Context: an optimization exercise on an open-source flow, tuned for small area, a short achievable clock period and few clock cycles per item. The choices shown serve that exercise and are no tape-out recipe.
In this exercise RTL edits were held to simulation tests only and were not proved equivalent to the original.

// xts_line_engine
module xts_line_engine (
    input  wire         clk,
    input  wire         rst,
    input  wire         in_valid,
    output wire         in_ready,
    input  wire         in_decrypt,
    input  wire [255:0] in_key1,
    input  wire [255:0] in_key2,
    input  wire [39:0]  in_line,
    input  wire [47:0]  in_gen,
    input  wire [511:0] in_data,
    output wire         out_valid,
    input  wire         out_ready,
    output wire [511:0] out_data
);
Size in the first run: ~26,000 cells after synthesis, roughly 1,600 I/O pins, about 270,000 sq um of cells after synthesis.
export LEC_CHECK = 0
export CAP_MARGIN = 30
export CORE_MARGIN = 2
export CORE_UTILIZATION = 45
export PLACE_DENSITY = 0.6
export SLEW_MARGIN = 30
export TNS_END_PERCENT = 0
create_clock -name core_clock -period 10.0 [get_ports {clk}]
standard.sh (not shown) runs the stock make flow with config.mk's settings and CLKGATE_MAP_FILE= SYNTH_SCRIPT=/design/flow/synth_recipe.tcl, a recipe that flattens the netlist after the stock synthesis.
==> flow/flow/run.sh <==
#!/bin/bash
# Layout flow: the standard flow (standard.sh), with the standard
# synthesis run first and unchanged, then the layout steps with:
#  - the port buffers (every input and output still gets one) made from
#    sky130_fd_sc_hd__buf_2 instead of the default choice.
# Each make run's output goes to its own log file here.
set -euo pipefail
MARGIN=$(cat flow/setup_margin.txt)
bash standard.sh synth > synth.log 2>&1
bash standard.sh SETUP_SLACK_MARGIN=$MARGIN "BUFFER_PORTS_ARGS=-buffer_cell sky130_fd_sc_hd__buf_2" finish > layout.log 2>&1
==> flow/flow/setup_margin.txt <==
6.0
Testbench counts at the start, summed over its fixed seeds: cycles 7,664, lines 256.
==> next run, changes <==
--- a/flow/design.v
+++ b/flow/design.v
@@ -434,22 +434,23 @@
     reg          sw1;        
     reg          wr1;        
     reg          ld1;        
     reg          in_rdy;
     reg          n_dec;      
     reg          d_dec;      
     reg          go;         
     reg          en;         
     reg          ldsel;      
     reg          dec1;       
     reg          last2;      
+    reg          en_b, ldsel_b, dec1_b, last2_b, dec2_b;
     reg  [511:0] buffer;     
     reg  [511:0] obuf;       
     reg  [255:0] k1c;        
     reg  [255:0] k1n;        
     reg  [255:0] k2;         
     reg  [127:0] tc;         
     reg  [127:0] tr2;        
     reg  [287:0] tr1;        
     reg  [71:0]  ks1;        
     reg  [3:0]   ks_i;
     reg  [71:0]  kc1;        
@@ -462,27 +463,34 @@
     wire take = out_full & out_ready;
     wire d0   = (dcnt == 5'd0);
     wire ldn  = go & has_n;
     wire wr   = go & d_valid;
     wire tact = has_n & ~t_done;
     wire [4:0] dcnt_n     = d0 ? {4'd0, go} : ((dcnt == 5'd27) ? 5'd0 : dcnt + 5'd1);
     wire       d0_n       = (dcnt_n == 5'd0);
     wire       has_n_n    = acc | (has_n & ~ldn);
     wire       t_done_n   = ~(acc | ldn) & (t_done | (tact & (tcnt == 5'd27)));
     wire       d_valid_n  = go ? has_n : d_valid;
     wire       out_full_n = wr1 | (out_full & ~take);
-    wire       n_dec_n    = acc ? in_decrypt : n_dec;
+    wire       n_dec_n    = in_rdy ? in_decrypt : n_dec;
     wire       d_dec_n    = ldn ? n_dec : d_dec;
     wire       go_n       = d0_n & ~(d_valid_n & out_full_n) &
                             ((has_n_n & t_done_n) | (d_valid_n & ~has_n_n));
     always @(posedge clk) begin
+        en_b    <= ~d0_n | go_n;
+        ldsel_b <= (dcnt_n[4:1] == 4'd0);
+        dec1_b  <= d0_n ? n_dec_n : d_dec_n;
+        last2_b <= d0_n | (dcnt_n == 5'd27);
+        dec2_b  <= d_dec_n;
+    end
+    always @(posedge clk) begin
         if (rst) begin
             dcnt     <= 5'd0;
             tcnt     <= 5'd0;
             has_n    <= 1'b0;
             t_done   <= 1'b0;
             d_valid  <= 1'b0;
             out_full <= 1'b0;
             sw1      <= 1'b0;
             wr1      <= 1'b0;
             ld1      <= 1'b0;
             in_rdy   <= 1'b1;
@@ -529,30 +537,30 @@
     wire [3:0]   ks_idx = in_rdy ? 4'd0 : tcnt[4:1];
     key_step_a    u_ksa (.k(in_rdy ? key2_in : (tcnt[0] ? k1n : k2)), .inv(1'b0),
                          .rot(in_rdy | ~ks_idx[0]), .p(ks_p));
     key_step_sub  u_kss (.p(ks1), .s(ks_s));
     key_step_next u_kn2 (.k(k2),  .s(ks_s), .inv(1'b0), .rcon(rcon_of(ks_i)), .kn(k2_next));
     key_step_next u_kn1 (.k(k1n), .s(ks_s), .inv(1'b0), .rcon(rcon_of(ks_i)), .kn(k1n_next));
     wire [127:0] tn = bswap128(tr2);
     always @(posedge clk) begin
         tr1  <= te_mid;
         ks1  <= ks_p;
         ks_i <= ks_idx;
-        if (acc) begin
-            k2    <= key2_in;
-            k1n   <= key1_in;
+        if (tact & tcnt[0])
+            tr2 <= te_y;
+        else if (go)
+            tr2 <= bswap128(mul_a(tn));
+        if (in_rdy) begin
+            k2  <= key2_in;
+            k1n <= key1_in;
         end else begin
-            if (tact & tcnt[0])
-                tr2 <= te_y;
-            else if (go)
-                tr2 <= bswap128(mul_a(tn));
             if (tact & tcnt[0] & (tcnt != 5'd27))
                 k2 <= k2_next;
             if (tact & ~tcnt[0] & (tcnt != 5'd0) & n_dec)
                 k1n <= k1n_next;
         end
     end
     wire [127:0] k1c_hi = k1c[255:128];
     wire [127:0] k1c_hi_imc;
     genvar c;
     generate
         for (c = 0; c < 4; c = c + 1) begin : g_kimc
@@ -565,48 +573,48 @@
     wire [127:0] tn2 = mul_a(mul_a(tn));
     wire [127:0] tc2 = mul_a(mul_a(tc));
     wire [127:0] r2_0, r2_1;
     wire [127:0] res0 = bswap128(r2_0) ^ tc;
     wire [127:0] res1 = bswap128(r2_1) ^ tc2;
     data_unit u_d0 (
         .clk(clk), .en(en), .ldsel(ldsel),
         .ld(bswap128(buffer[127:0]) ^ (bswap128(tn) ^ rk0)),
         .dec1(dec1), .dec2(d_dec), .last2(last2), .rk(rk2), .r2(r2_0)
     );
     data_unit u_d1 (
-        .clk(clk), .en(en), .ldsel(ldsel),
+        .clk(clk), .en(en_b), .ldsel(ldsel_b),
         .ld(bswap128(buffer[383:256]) ^ (bswap128(tn2) ^ rk0)),
-        .dec1(dec1), .dec2(d_dec), .last2(last2), .rk(rk2), .r2(r2_1)
+        .dec1(dec1_b), .dec2(dec2_b), .last2(last2_b), .rk(rk2), .r2(r2_1)
     );
     wire [3:0]   kc_q   = dcnt[4:1];
     wire [3:0]   kc_idx = d_dec ? (4'd12 - kc_q) : kc_q;
     wire [71:0]  kc_p;
     wire [31:0]  kc_s;
     wire [255:0] k1c_next;
     key_step_a    u_kca (.k(k1c), .inv(d_dec), .rot(~kc_idx[0]), .p(kc_p));
     key_step_sub  u_kcs (.p(kc1), .s(kc_s));
     key_step_next u_kcn (.k(k1c), .s(kc_s), .inv(d_dec), .rcon(rcon_of(kc_i)), .kn(k1c_next));
     always @(posedge clk) begin
         kc1  <= kc_p;
         kc_i <= kc_idx;
         if (ldn)
             k1c <= k1n;
         else if (~dcnt[0] & ~d0)
             k1c <= k1c_next;
         if (go)
             tc <= mul_a(tc);
         else if (ld1)
             tc <= mul_ainv(tn);
     end
     always @(posedge clk) begin
-        if (acc) begin
+        if (in_rdy) begin
             buffer <= in_data;
         end else if (go) begin
             buffer[127:0]   <= buffer[255:128];
             buffer[383:256] <= buffer[511:384];
         end
     end
     always @(posedge clk) begin
         if (wr | wr1) begin
             obuf[127:0]   <= obuf[255:128];
             obuf[255:128] <= res0;
             obuf[383:256] <= obuf[511:384];
The new run completed with no timing, DRC or antenna violations. Final cell count fell by a few percent. Count of clock-buffer cells in the layout fell by 15. Clock skew rose by 0.020 ns. Maximum frequency fell slightly. First-iteration DRC count rose by a few percent. Die area rose slightly. Worst hold slack got worse by 0.013 ns. Global-route usage rose by 0.49 points. Utilization fell by 0.34 points. Cell area fell slightly.
Testbench counts after the change, summed over its fixed seeds: cycles 7,664, lines 256.

## port drivers added, routing unchanged
No port has a modelled driver above. Below, the same layouts with a new extraction and two added sets of constraints.
Step 1: set_driving_cell puts a clkbuf_16 on clk and a buf_2 on each other input, an assumption about the parent block.
Step 2 also shifts input and output timing later by t, the mid clock arrival at the registers, as if the neighbouring blocks saw the same clock.
Slacks: ideal ports / drivers / drivers and shift; pairs: ideal ports / drivers.
| run | t (ns) | setup slack, ns | slew at the worst register clock pin (ns) |
|---|---|---|---|
| the first run | 1.200 | 5.339 / 5.339 / 4.384 | 0.08 / 0.08 |
| the second run | 1.204 | 5.284 / 5.203 / 4.159 | 0.08 / 0.08 |
After both steps setup and hold are still met in every run listed. For the second run, which loses most, drivers alone change the setup slack by -0.081 ns; drivers and shift together by -1.125 ns.
